This is an optimization exercise on Yosys and OpenROAD, whose aim is a short achievable clock period and few clock cycles per item, not a production implementation. RTL that was checked went through simulation tests only; none was proved equivalent to the original.

==> violet <==
==> flow/design.v (excerpt) <==
module chk_block (
    input  wire        clk,
    input  wire        rst,          
    input  wire        flr,          
    input  wire        req_valid,
    output wire        req_ready,
    input  wire        req_write,
    input  wire        req_host,     
    input  wire [7:0]  req_addr,
    input  wire [31:0] req_wdata,
    output reg         rsp_valid,
    output reg  [31:0] rsp_rdata
);
    function [15:0] rotl1;
        input [15:0] a;
        rotl1 = {a[14:0], a[15]};
    endfunction
    function [15:0] madd;
        input [15:0] a;
        input [15:0] b;
        reg [16:0] t0;
        reg [16:0] t1;
        begin
            t0 = {1'b0, a} + {1'b0, b};
            t1 = {1'b0, a} + {1'b0, b} + 17'd1;
            madd = t1[16] ? t1[15:0] : t0[15:0];
        end
    endfunction
    function [15:0] maj;
        input [15:0] a;
        input [15:0] b;
        input [15:0] e;
        maj = (a & b) | (a & e) | (b & e);
    endfunction
    function [31:0] width_mask;
        input [2:0] alg;
  ...
Settings: LEC_CHECK=0, ABC_CLOCK_PERIOD_IN_PS=3000, CAP_MARGIN=20, CORE_MARGIN=2, CORE_UTILIZATION=30, PLACE_DENSITY=0.5, SLEW_MARGIN=20; clock period 13.0 ns.
standard.sh (not shown) runs the stock make flow with config.mk's settings and CLKGATE_MAP_FILE= SYNTH_SCRIPT=/design/flow/synth_recipe.tcl, a recipe that flattens the netlist after the stock synthesis.
==> flow/flow/run.sh <==
#!/bin/bash
# Standard synthesis, then the standard layout with timing repair aiming
# well below the clock period (the SDC is unchanged).
set -e
bash standard.sh synth > synth.log 2>&1
bash standard.sh SETUP_SLACK_MARGIN=9.5 finish > layout.log 2>&1
==> amber: changes against violet <==
==> flow/run.sh (new file) <==
#!/bin/bash
# synth_recipe.tcl (not shown) runs the flow's synth.tcl, then flattens the netlist and writes it again
# the make line also repeats each setting of config.mk as NAME=value (left out here)
make -C /OpenROAD-flow-scripts/flow DESIGN_CONFIG=/design/flow/config.mk WORK_HOME=/design/flow/orfs CLKGATE_MAP_FILE= SYNTH_SCRIPT=/design/flow/synth_recipe.tcl finish
- SETUP_SLACK_MARGIN: default -> 5
removed: flow/flow/run.sh
removed: flow/standard.sh
==> comparison table <==
item	amber	violet
Wire length of the first global-routing pass	484000 µm	522000 µm
Worst slew pin tran	1.18 ns	1.13 ns
Crit path depth	18	31
RSZ-0062 raised after global routing	false	true
Antenna violations before repair	19	18
Worst-skew pair later-pin latency	0.81 ns	0.85 ns
Fraction of final layout cells with drive strength greater than 1	7.65%	28.4%
Hold Crit Endpoint	l_cnt[4]	l_cnt[16]
Run status	timing/DRC/antenna clean	timing/DRC/antenna clean
Critical path arrival	8.28 ns	6.49 ns
Met2 Wirelength	152000 µm	164000 µm
Startpoint of the most critical register-to-register path	d0[1]	a0[7]
Maximum fanout along the worst path	18	6
Flip-flop and latch share of the layout cell area	27.2%	21.9%
Area of placed instances	79300 µm²	82200 µm²
Met3 Resource Use GR	3.39%	4.95%
Post-route setup slack	5.36 ns	7.16 ns
Slowest cell on the critical path	xnor2_1	or3_4
Launch point of the worst path	d0[1]	a0[7]
Detailed-routed wire length on met3	25600 µm	34500 µm
Final instance area	83700 µm²	104000 µm²
Required arrival time at the worst endpoint	13.64 ns	13.65 ns
Function was not checked in any run of this note: the RTL went through the layout flow alone.

==> inputs of trial 57 <==
Another version of the RTL of chk_block (not shown whole).
Settings: LEC_CHECK=0, ABC_CLOCK_PERIOD_IN_PS=2000, CAP_MARGIN=20, CORE_MARGIN=2, CORE_UTILIZATION=55, CTS_CLUSTER_DIAMETER=80, CTS_CLUSTER_SIZE=30, PLACE_DENSITY=0.65, SLEW_MARGIN=20; clock period 13.0 ns.
==> flow/flow/run.sh <==
#!/bin/bash
# Standard synthesis, then the standard layout with timing repair aiming
# well below the clock period (the SDC is unchanged).
set -e
bash standard.sh synth > synth.log 2>&1
bash standard.sh SETUP_SLACK_MARGIN=9.5 finish > layout.log 2>&1
==> build 56 (differences from trial 57) <==
--- a/flow/design.v
+++ b/flow/design.v
@@ -1,35 +1,43 @@
 module chk_unit (
     input  wire        clk,
     input  wire        rst,         
     input  wire        we,          
     input  wire [2:0]  n_alg,
-    input  wire [31:0] n_state,
+    input  wire [31:0] n_v,
+    input  wire [31:0] n_c,
+    input  wire        n_red,
     input  wire        n_pend,
     input  wire [7:0]  n_aux,
     input  wire [31:0] n_cnt,
     output reg  [2:0]  alg,
-    output reg  [31:0] state,
+    output reg  [31:0] v,
+    output reg  [31:0] c,
+    output reg         red,
     output reg         pend,
     output reg  [7:0]  aux,
     output reg  [31:0] cnt
 );
     always @(posedge clk) begin
         if (rst) begin
-            alg   <= 3'd2;
-            state <= 32'hFFFF_FFFF;
-            pend  <= 1'b0;
-            aux   <= 8'h00;
-            cnt   <= 32'd0;
+            alg  <= 3'd2;
+            v    <= 32'hFFFF_FFFF;
+            c    <= 32'd0;
+            red  <= 1'b0;
+            pend <= 1'b0;
+            aux  <= 8'h00;
+            cnt  <= 32'd0;
         end else if (we) begin
-            alg   <= n_alg;
-            state <= n_state;
-            pend  <= n_pend;
-            aux   <= n_aux;
-            cnt   <= n_cnt;
+            alg  <= n_alg;
+            v    <= n_v;
+            c    <= n_c;
+            red  <= n_red;
+            pend <= n_pend;
+            aux  <= n_aux;
+            cnt  <= n_cnt;
         end
     end
 endmodule
 module chk_feedpre (
     input  wire [31:0] d,
     input  wire        n1,          
     input  wire        n2,          
@@ -48,43 +56,22 @@
     function [15:0] rotl1;
         input [15:0] a;
         rotl1 = {a[14:0], a[15]};
     endfunction
     function [15:0] madd;
         input [15:0] a;
         input [15:0] b;
-        reg [15:0] g, p, gg, pp, gn, pn;
-        reg        cin;
-        integer i, d;
+        reg [16:0] t0;
+        reg [16:0] t1;
         begin
-            g = a & b;
-            p = a ^ b;
-            gg = g;
-            pp = p;
-            for (d = 1; d < 16; d = d * 2) begin
-                gn = gg;
-                pn = pp;
-                for (i = d; i < 16; i = i + 1) begin
-                    gn[i] = gg[i] | (pp[i] & gg[i - d]);
-                    pn[i] = pp[i] & pp[i - d];
-                end
-                gg = gn;
-                pp = pn;
-            end
-            cin = gg[15] | pp[15];
-            madd[0] = p[0] ^ cin;
-            for (i = 1; i < 16; i = i + 1)
-                madd[i] = p[i] ^ (gg[i - 1] | (pp[i - 1] & cin));
+            t0 = {1'b0, a} + {1'b0, b};
+            t1 = {1'b0, a} + {1'b0, b} + 17'd1;
+            madd = t1[16] ? t1[15:0] : t0[15:0];
         end
     endfunction
-    function [15:0] madd_c;
-        input [15:0] a;
-        input [15:0] b;
-        madd_c = madd(a, b) & {16{~&(a & b)}};
-    endfunction
     function [15:0] maj;
         input [15:0] a;
         input [15:0] b;
         input [15:0] e;
         maj = (a & b) | (a & e) | (b & e);
     endfunction
     wire [7:0] bc8_1;    
@@ -405,43 +392,22 @@
     function [15:0] rotl1;
         input [15:0] a;
         rotl1 = {a[14:0], a[15]};
     endfunction
     function [15:0] madd;
         input [15:0] a;
         input [15:0] b;
-        reg [15:0] g, p, gg, pp, gn, pn;
-        reg        cin;
-        integer i, d;
+        reg [16:0] t0;
+        reg [16:0] t1;
         begin
-            g = a & b;
-            p = a ^ b;
-            gg = g;
-            pp = p;
-            for (d = 1; d < 16; d = d * 2) begin
-                gn = gg;
-                pn = pp;
-                for (i = d; i < 16; i = i + 1) begin
-                    gn[i] = gg[i] | (pp[i] & gg[i - d]);
-                    pn[i] = pp[i] & pp[i - d];
-                end
-                gg = gn;
-                pp = pn;
-            end
-            cin = gg[15] | pp[15];
-            madd[0] = p[0] ^ cin;
-            for (i = 1; i < 16; i = i + 1)
-                madd[i] = p[i] ^ (gg[i - 1] | (pp[i - 1] & cin));
+            t0 = {1'b0, a} + {1'b0, b};
+            t1 = {1'b0, a} + {1'b0, b} + 17'd1;
+            madd = t1[16] ? t1[15:0] : t0[15:0];
         end
     endfunction
-    function [15:0] madd_c;
-        input [15:0] a;
-        input [15:0] b;
-        madd_c = madd(a, b) & {16{~&(a & b)}};
-    endfunction
     function [15:0] maj;
         input [15:0] a;
         input [15:0] b;
         input [15:0] e;
         maj = (a & b) | (a & e) | (b & e);
     endfunction
     wire [7:0] c8_1;    
@@ -741,15 +707,15 @@
     wire [15:0] gb  = rotl1(maj(v2, c2, y2));
     wire [15:0] gc  = kv1 ^ kc1 ^ at2;
     wire [15:0] gd  = rotl1(maj(kv1, kc1, at2));
     wire [15:0] ha  = ga ^ gb ^ gc;
     wire [15:0] hb  = rotl1(maj(ga, gb, gc));
     wire [15:0] f2v = ha ^ hb ^ gd;
     wire [15:0] f2c = rotl1(maj(ha, hb, gd));
-    wire [31:0] red = {madd_c(v2, c2), madd_c(v1, c1)};
+    wire [31:0] red = {madd(v2, c2), madd(v1, c1)};
     assign n_v = (kv & v) | ({32{s_fl}} & {f2v, f1v}) | ({32{s_red}} & red) |
                  (crc_t ^ kx);
     assign n_c = ({32{kc}} & c) | ({32{s_fl}} & {f2c, f1c});
 endmodule
 module chk_block (
     input  wire        clk,
     input  wire        rst,          
@@ -766,43 +732,22 @@
     function [15:0] rotl1;
         input [15:0] a;
         rotl1 = {a[14:0], a[15]};
     endfunction
     function [15:0] madd;
         input [15:0] a;
         input [15:0] b;
-        reg [15:0] g, p, gg, pp, gn, pn;
-        reg        cin;
-        integer i, d;
+        reg [16:0] t0;
+        reg [16:0] t1;
         begin
-            g = a & b;
-            p = a ^ b;
-            gg = g;
-            pp = p;
-            for (d = 1; d < 16; d = d * 2) begin
-                gn = gg;
-                pn = pp;
-                for (i = d; i < 16; i = i + 1) begin
-                    gn[i] = gg[i] | (pp[i] & gg[i - d]);
-                    pn[i] = pp[i] & pp[i - d];
-                end
-                gg = gn;
-                pp = pn;
-            end
-            cin = gg[15] | pp[15];
-            madd[0] = p[0] ^ cin;
-            for (i = 1; i < 16; i = i + 1)
-                madd[i] = p[i] ^ (gg[i - 1] | (pp[i - 1] & cin));
+            t0 = {1'b0, a} + {1'b0, b};
+            t1 = {1'b0, a} + {1'b0, b} + 17'd1;
+            madd = t1[16] ? t1[15:0] : t0[15:0];
         end
     endfunction
-    function [15:0] madd_c;
-        input [15:0] a;
-        input [15:0] b;
-        madd_c = madd(a, b) & {16{~&(a & b)}};
-    endfunction
     function [15:0] maj;
         input [15:0] a;
         input [15:0] b;
         input [15:0] e;
         maj = (a & b) | (a & e) | (b & e);
     endfunction
     function [31:0] width_mask;
@@ -896,18 +841,15 @@
     end
     reg        f2, uop2, wr2, own2, clr2, bad2, rd2, rdu2, rds2;
     reg [2:0]  u2, rr2;
     reg [1:0]  wd2;                  
     reg [2:0]  a_alg2;               
     reg        a_pend2, a_red2;
     reg [7:0]  a_aux2;
-    reg [31:0] cnt2;                 
-    reg        ci2, cf2, cw2;        
-    reg [2:0]  cn2;                  
-    reg [31:0] cwd2;                 
+    reg [31:0] a_cnt2;
     reg [31:0] cv2, cc2;             
     reg [31:0] kv2, kx2;             
     reg        kc2, sfl2, sred2, k2_2;
     reg [2:0]  s8_2, s16_2, s32_2, s32c_2;
     reg [15:0] y1_2, y2_2, at1_2, at2_2;
     reg        luop, lwe, rv3, rs3, ru3;
     reg [2:0]  lu, rr3;
@@ -915,42 +857,47 @@
     reg        l_pend, l_red;
     reg [7:0]  l_aux;
     reg [31:0] l_cnt, l_v, l_c;
     reg [1:0]  flags3;
     reg [15:0] l_r1v, l_r1c, l_r2v, l_r2c;
     wire [2:0]  u_alg  [0:7];
     wire [31:0] u_v    [0:7];
+    wire [31:0] u_c    [0:7];
+    wire        u_red  [0:7];
     wire        u_pend [0:7];
     wire [7:0]  u_aux  [0:7];
     wire [31:0] u_cnt  [0:7];
     wire zap  = f2 && u1[2];                     
     wire fwd1 = uop2 && (u2 == u1);              
     wire fwd2 = luop && (lu == u1);              
     reg [2:0]  s_alg;
     reg        s_pend, s_red;
     reg [7:0]  s_aux;
+    reg [31:0] s_cnt;
     reg [31:0] o_v, o_c;             
-    reg [31:0] o_cnt;                
     always @(*) begin
         if (zap) begin
-            s_alg = 3'd2; s_pend = 1'b0; s_aux = 8'h00; s_red = 1'b0;
+            s_alg = 3'd2; s_pend = 1'b0; s_aux = 8'h00; s_cnt = 32'd0;
+            s_red = 1'b0;
         end else if (fwd1) begin
-            s_alg = a_alg2; s_pend = a_pend2; s_aux = a_aux2; s_red = a_red2;
+            s_alg = a_alg2; s_pend = a_pend2; s_aux = a_aux2; s_cnt = a_cnt2;
+            s_red = a_red2;
         end else if (fwd2) begin
-            s_alg = l_alg; s_pend = l_pend; s_aux = l_aux; s_red = l_red;
+            s_alg = l_alg; s_pend = l_pend; s_aux = l_aux; s_cnt = l_cnt;
+            s_red = l_red;
         end else begin
             s_alg = u_alg[u1]; s_pend = u_pend[u1]; s_aux = u_aux[u1];
-            s_red = 1'b0;
+            s_cnt = u_cnt[u1]; s_red = u_red[u1];
         end
         if (zap) begin
-            o_v = 32'hFFFF_FFFF; o_c = 32'd0; o_cnt = 32'd0;
+            o_v = 32'hFFFF_FFFF; o_c = 32'd0;
         end else if (fwd2) begin
-            o_v = l_v; o_c = l_c; o_cnt = l_cnt;
+            o_v = l_v; o_c = l_c;
         end else begin
-            o_v = u_v[u1]; o_c = 32'd0; o_cnt = u_cnt[u1];
+            o_v = u_v[u1]; o_c = u_c[u1];
         end
     end
     wire       alg_ok  = (wd1[2:0] <= 3'd4);
     wire [2:0] alg_new = alg_ok ? wd1[2:0] : s_alg;
     wire       init    = k_ctrl1 && wd1[31];
     wire       is_c8   = (s_alg == 3'd0);
     wire       is_c16  = (s_alg == 3'd1);
@@ -1017,19 +964,17 @@
         a_alg2  <= k_ctrl1 ? alg_new : s_alg;
         a_pend2 <= init ? 1'b0 :
                    (k_feed1 && is_fl) ? (s_pend ^ n1_1) :
                    k_aux1 ? wd1[8] : s_pend;
         a_aux2  <= init ? 8'h00 :
                    (k_feed1 && is_fl && (!s_pend || !n1_1)) ? (s_pend ? hb1_1 : hb0_1) :
                    k_aux1 ? wd1[7:0] : s_aux;
-        ci2     <= init;
-        cf2     <= k_feed1;
-        cw2     <= k_count1;
-        cn2     <= nsz;
-        cwd2    <= wd1;
+        a_cnt2  <= init ? 32'd0 :
+                   k_feed1 ? s_cnt + {29'd0, nsz} :
+                   k_count1 ? wd1 : s_cnt;
         a_red2  <= (init || k_ctrl1 || k_state1) ? 1'b0 :
                    fl_upd ? 1'b1 : s_red;
         kv2    <= p_kv;
         kx2    <= p_kx;
         kc2    <= p_kc;
         s8_2   <= (k_feed1 && is_c8)   ? nsz : 3'd0;
         s16_2  <= (k_feed1 && is_c16)  ? nsz : 3'd0;
@@ -1047,21 +992,17 @@
     chk_engine eng (
         .v(cv2), .c(cc2), .kv(kv2), .kc(kc2), .kx(kx2),
         .s8(s8_2), .s16(s16_2), .s32(s32_2), .s32c(s32c_2),
         .s_fl(sfl2), .s_red(sred2), .k2(k2_2), .y1(y1_2), .y2(y2_2),
         .at1(at1_2), .at2(at2_2),
         .n_v(e_v), .n_c(e_c)
     );
-    wire [31:0] e_cnt = ci2 ? 32'd0 :
-                        cf2 ? cnt2 + {29'd0, cn2} :
-                        cw2 ? cwd2 : cnt2;
     always @(posedge clk) begin
-        cv2  <= fwd1 ? e_v : o_v;
-        cc2  <= fwd1 ? e_c : o_c;
-        cnt2 <= fwd1 ? e_cnt : o_cnt;
+        cv2 <= fwd1 ? e_v : o_v;
+        cc2 <= fwd1 ? e_c : o_c;
     end
     wire [15:0] cv2a = cv2[15:0];
     wire [15:0] cc2a = cc2[15:0];
     wire [15:0] cv2b = cv2[31:16];
     wire [15:0] cc2b = cc2[31:16];
     wire [15:0] rb   = {8'h00, a_aux2};
     wire [15:0] r1v  = cv2a ^ cc2a ^ rb;
@@ -1101,40 +1042,40 @@
         rs3    <= rds2;
         ru3    <= rdu2;
         rr3    <= rr2;
         l_alg  <= a_alg2;
         l_pend <= a_pend2;
         l_red  <= a_red2;
         l_aux  <= a_aux2;
-        l_cnt  <= e_cnt;
+        l_cnt  <= a_cnt2;
         l_v    <= e_v;
         l_c    <= e_c;
         flags3 <= {bad_alg_flag, unit_owned_flag};
         l_r1v  <= r1v;
         l_r1c  <= r1c;
         l_r2v  <= r2v;
         l_r2c  <= r2c;
     end
-    wire [31:0] plain = l_red ? {madd_c(l_v[31:16], l_c[31:16]),
-                                 madd_c(l_v[15:0], l_c[15:0])} : l_v;
     genvar g;
     generate
         for (g = 0; g < 8; g = g + 1) begin : u
             chk_unit unit (
                 .clk(clk),
                 .rst(rst_q || (f2 && (g >= 4))),
                 .we(lwe && (lu == g)),
-                .n_alg(l_alg), .n_state(plain), .n_pend(l_pend),
-                .n_aux(l_aux), .n_cnt(l_cnt),
-                .alg(u_alg[g]), .state(u_v[g]), .pend(u_pend[g]),
-                .aux(u_aux[g]), .cnt(u_cnt[g])
+                .n_alg(l_alg), .n_v(l_v), .n_c(l_c), .n_red(l_red),
+                .n_pend(l_pend), .n_aux(l_aux), .n_cnt(l_cnt),
+                .alg(u_alg[g]), .v(u_v[g]), .c(u_c[g]), .red(u_red[g]),
+                .pend(u_pend[g]), .aux(u_aux[g]), .cnt(u_cnt[g])
             );
         end
     endgenerate
-    wire [31:0] q_fl  = {madd_c(l_r2v, l_r2c), madd_c(l_r1v, l_r1c)};
+    wire [31:0] plain = l_red ? {madd(l_v[31:16], l_c[31:16]),
+                                 madd(l_v[15:0], l_c[15:0])} : l_v;
+    wire [31:0] q_fl  = {madd(l_r2v, l_r2c), madd(l_r1v, l_r1c)};
     reg [31:0] result;
     always @(*) begin
         case (l_alg)
             3'd0:    result = plain & 32'h0000_00FF;
             3'd1:    result = plain & 32'h0000_FFFF;
             3'd2:    result = ~plain;
             3'd3:    result = ~plain;
--- a/flow/config.mk
+++ b/flow/config.mk
@@ -5,11 +5,9 @@
 export SDC_FILE = /design/flow/constraint.sdc
 export NUM_CORES = 8
 export LEC_CHECK = 0
 export ABC_CLOCK_PERIOD_IN_PS = 2000
 export CAP_MARGIN = 20
 export CORE_MARGIN = 2
 export CORE_UTILIZATION = 55
-export CTS_CLUSTER_DIAMETER = 80
-export CTS_CLUSTER_SIZE = 30
 export PLACE_DENSITY = 0.65
 export SLEW_MARGIN = 20
==> build 55 (differences from trial 57) <==
--- a/flow/design.v
+++ b/flow/design.v
@@ -1,35 +1,43 @@
 module chk_unit (
     input  wire        clk,
     input  wire        rst,         
     input  wire        we,          
     input  wire [2:0]  n_alg,
-    input  wire [31:0] n_state,
+    input  wire [31:0] n_v,
+    input  wire [31:0] n_c,
+    input  wire        n_red,
     input  wire        n_pend,
     input  wire [7:0]  n_aux,
     input  wire [31:0] n_cnt,
     output reg  [2:0]  alg,
-    output reg  [31:0] state,
+    output reg  [31:0] v,
+    output reg  [31:0] c,
+    output reg         red,
     output reg         pend,
     output reg  [7:0]  aux,
     output reg  [31:0] cnt
 );
     always @(posedge clk) begin
         if (rst) begin
-            alg   <= 3'd2;
-            state <= 32'hFFFF_FFFF;
-            pend  <= 1'b0;
-            aux   <= 8'h00;
-            cnt   <= 32'd0;
+            alg  <= 3'd2;
+            v    <= 32'hFFFF_FFFF;
+            c    <= 32'd0;
+            red  <= 1'b0;
+            pend <= 1'b0;
+            aux  <= 8'h00;
+            cnt  <= 32'd0;
         end else if (we) begin
-            alg   <= n_alg;
-            state <= n_state;
-            pend  <= n_pend;
-            aux   <= n_aux;
-            cnt   <= n_cnt;
+            alg  <= n_alg;
+            v    <= n_v;
+            c    <= n_c;
+            red  <= n_red;
+            pend <= n_pend;
+            aux  <= n_aux;
+            cnt  <= n_cnt;
         end
     end
 endmodule
 module chk_feedpre (
     input  wire [31:0] d,
     input  wire        n1,          
     input  wire        n2,          
@@ -915,14 +923,16 @@
     reg        l_pend, l_red;
     reg [7:0]  l_aux;
     reg [31:0] l_cnt, l_v, l_c;
     reg [1:0]  flags3;
     reg [15:0] l_r1v, l_r1c, l_r2v, l_r2c;
     wire [2:0]  u_alg  [0:7];
     wire [31:0] u_v    [0:7];
+    wire [31:0] u_c    [0:7];
+    wire        u_red  [0:7];
     wire        u_pend [0:7];
     wire [7:0]  u_aux  [0:7];
     wire [31:0] u_cnt  [0:7];
     wire zap  = f2 && u1[2];                     
     wire fwd1 = uop2 && (u2 == u1);              
     wire fwd2 = luop && (lu == u1);              
     reg [2:0]  s_alg;
@@ -935,22 +945,22 @@
             s_alg = 3'd2; s_pend = 1'b0; s_aux = 8'h00; s_red = 1'b0;
         end else if (fwd1) begin
             s_alg = a_alg2; s_pend = a_pend2; s_aux = a_aux2; s_red = a_red2;
         end else if (fwd2) begin
             s_alg = l_alg; s_pend = l_pend; s_aux = l_aux; s_red = l_red;
         end else begin
             s_alg = u_alg[u1]; s_pend = u_pend[u1]; s_aux = u_aux[u1];
-            s_red = 1'b0;
+            s_red = u_red[u1];
         end
         if (zap) begin
             o_v = 32'hFFFF_FFFF; o_c = 32'd0; o_cnt = 32'd0;
         end else if (fwd2) begin
             o_v = l_v; o_c = l_c; o_cnt = l_cnt;
         end else begin
-            o_v = u_v[u1]; o_c = 32'd0; o_cnt = u_cnt[u1];
+            o_v = u_v[u1]; o_c = u_c[u1]; o_cnt = u_cnt[u1];
         end
     end
     wire       alg_ok  = (wd1[2:0] <= 3'd4);
     wire [2:0] alg_new = alg_ok ? wd1[2:0] : s_alg;
     wire       init    = k_ctrl1 && wd1[31];
     wire       is_c8   = (s_alg == 3'd0);
     wire       is_c16  = (s_alg == 3'd1);
@@ -1110,30 +1120,30 @@
         l_c    <= e_c;
         flags3 <= {bad_alg_flag, unit_owned_flag};
         l_r1v  <= r1v;
         l_r1c  <= r1c;
         l_r2v  <= r2v;
         l_r2c  <= r2c;
     end
-    wire [31:0] plain = l_red ? {madd_c(l_v[31:16], l_c[31:16]),
-                                 madd_c(l_v[15:0], l_c[15:0])} : l_v;
     genvar g;
     generate
         for (g = 0; g < 8; g = g + 1) begin : u
             chk_unit unit (
                 .clk(clk),
                 .rst(rst_q || (f2 && (g >= 4))),
                 .we(lwe && (lu == g)),
-                .n_alg(l_alg), .n_state(plain), .n_pend(l_pend),
-                .n_aux(l_aux), .n_cnt(l_cnt),
-                .alg(u_alg[g]), .state(u_v[g]), .pend(u_pend[g]),
-                .aux(u_aux[g]), .cnt(u_cnt[g])
+                .n_alg(l_alg), .n_v(l_v), .n_c(l_c), .n_red(l_red),
+                .n_pend(l_pend), .n_aux(l_aux), .n_cnt(l_cnt),
+                .alg(u_alg[g]), .v(u_v[g]), .c(u_c[g]), .red(u_red[g]),
+                .pend(u_pend[g]), .aux(u_aux[g]), .cnt(u_cnt[g])
             );
         end
     endgenerate
+    wire [31:0] plain = l_red ? {madd_c(l_v[31:16], l_c[31:16]),
+                                 madd_c(l_v[15:0], l_c[15:0])} : l_v;
     wire [31:0] q_fl  = {madd_c(l_r2v, l_r2c), madd_c(l_r1v, l_r1c)};
     reg [31:0] result;
     always @(*) begin
         case (l_alg)
             3'd0:    result = plain & 32'h0000_00FF;
             3'd1:    result = plain & 32'h0000_FFFF;
             3'd2:    result = ~plain;
--- a/flow/config.mk
+++ b/flow/config.mk
@@ -5,11 +5,9 @@
 export SDC_FILE = /design/flow/constraint.sdc
 export NUM_CORES = 8
 export LEC_CHECK = 0
 export ABC_CLOCK_PERIOD_IN_PS = 2000
 export CAP_MARGIN = 20
 export CORE_MARGIN = 2
 export CORE_UTILIZATION = 55
-export CTS_CLUSTER_DIAMETER = 80
-export CTS_CLUSTER_SIZE = 30
 export PLACE_DENSITY = 0.65
 export SLEW_MARGIN = 20
==> impl_metrics.yaml <==
sta:
  fin_crit_ns: 4.192
yosys:
  syn_area_per_cell_um2: 8.165
  synth.area.top_cells: "dfxtp_1 34%, xnor2_1 13%, nand2_1 9.6%"
outcome:
  outcome: "timing/DRC/antenna clean"
floorplanning:
  num_rows: 151
worst_setup_path:
  cp_slowest_cell: "xnor2_1"
  reg2reg_to: "y2p0_1[10]"
[end of results for build 56]
==> impl_metrics.yaml <==
yosys:
  syn_area_per_cell_um2: 8.402
worst_setup_path:
  cp_slowest_cell: "dfxtp_4"
  reg2reg_to: "cv2[2]"
sta:
  fin_crit_ns: 3.961
outcome:
  outcome: "timing/DRC/antenna clean"
[end of results for build 55]
==> impl_metrics.yaml <==
yosys:
  syn_area_per_cell_um2: 8.552
  synth.area.top_cells: "dfxtp_1 34%, xnor2_1 13%, nand2_1 7.5%"
outcome:
  outcome: "timing/DRC/antenna clean"
floorplanning:
  num_rows: 139
worst_setup_path:
  reg2reg_to: "cv2[3]"
grt:
  busiest_layer: "met2"
sta:
  fin_crit_ns: 3.838
[end of results for trial 57]
Testbench counts of trial 57, summed over its fixed seeds: cycles 4,740, bytes 12,977.
Testbench counts of build 55, summed over its fixed seeds: cycles 4,740, bytes 12,977.
The RTL of build 56 was laid out without a check of its function.

-- afterwards: timing with drivers on the ports --
The flow's constraints put no driver on any port. The routed layouts listed below were extracted and timed again, unchanged, in two steps. Step 1 assumes that a clkbuf_16 drives the clock port and a buf_2 every other input. Step 2 also shifts input and output timing later by t, the mid clock arrival at the registers, as if the neighbouring blocks saw the same clock. a / b / c = ideal / step 1 / step 2; a / b = the first two.
run	t, ns	slack for setup (ns)	worst hold slack (ns)	worst setup path after step 2	worst register clock-pin slew, ns
violet	0.889	7.165 / 7.165 / 7.165	0.292 / 0.292 / 0.292	register to register	0.09 / 0.09
amber	0.863	5.362 / 5.362 / 5.362	0.293 / 0.293 / 0.293	register to register	0.07 / 0.07
trial 57	0.784	9.162 / 9.084 / 9.382	0.332 / 0.332 / 0.332	register to register	0.12 / 0.12
build 56	0.930	8.808 / 8.808 / 8.808	0.327 / 0.327 / 0.327	register to register	0.07 / 0.07
build 55	0.910	9.039 / 8.953 / 9.368	0.317 / 0.317 / 0.317	register to register	0.07 / 0.07
After both steps setup and hold are still met in every run listed.
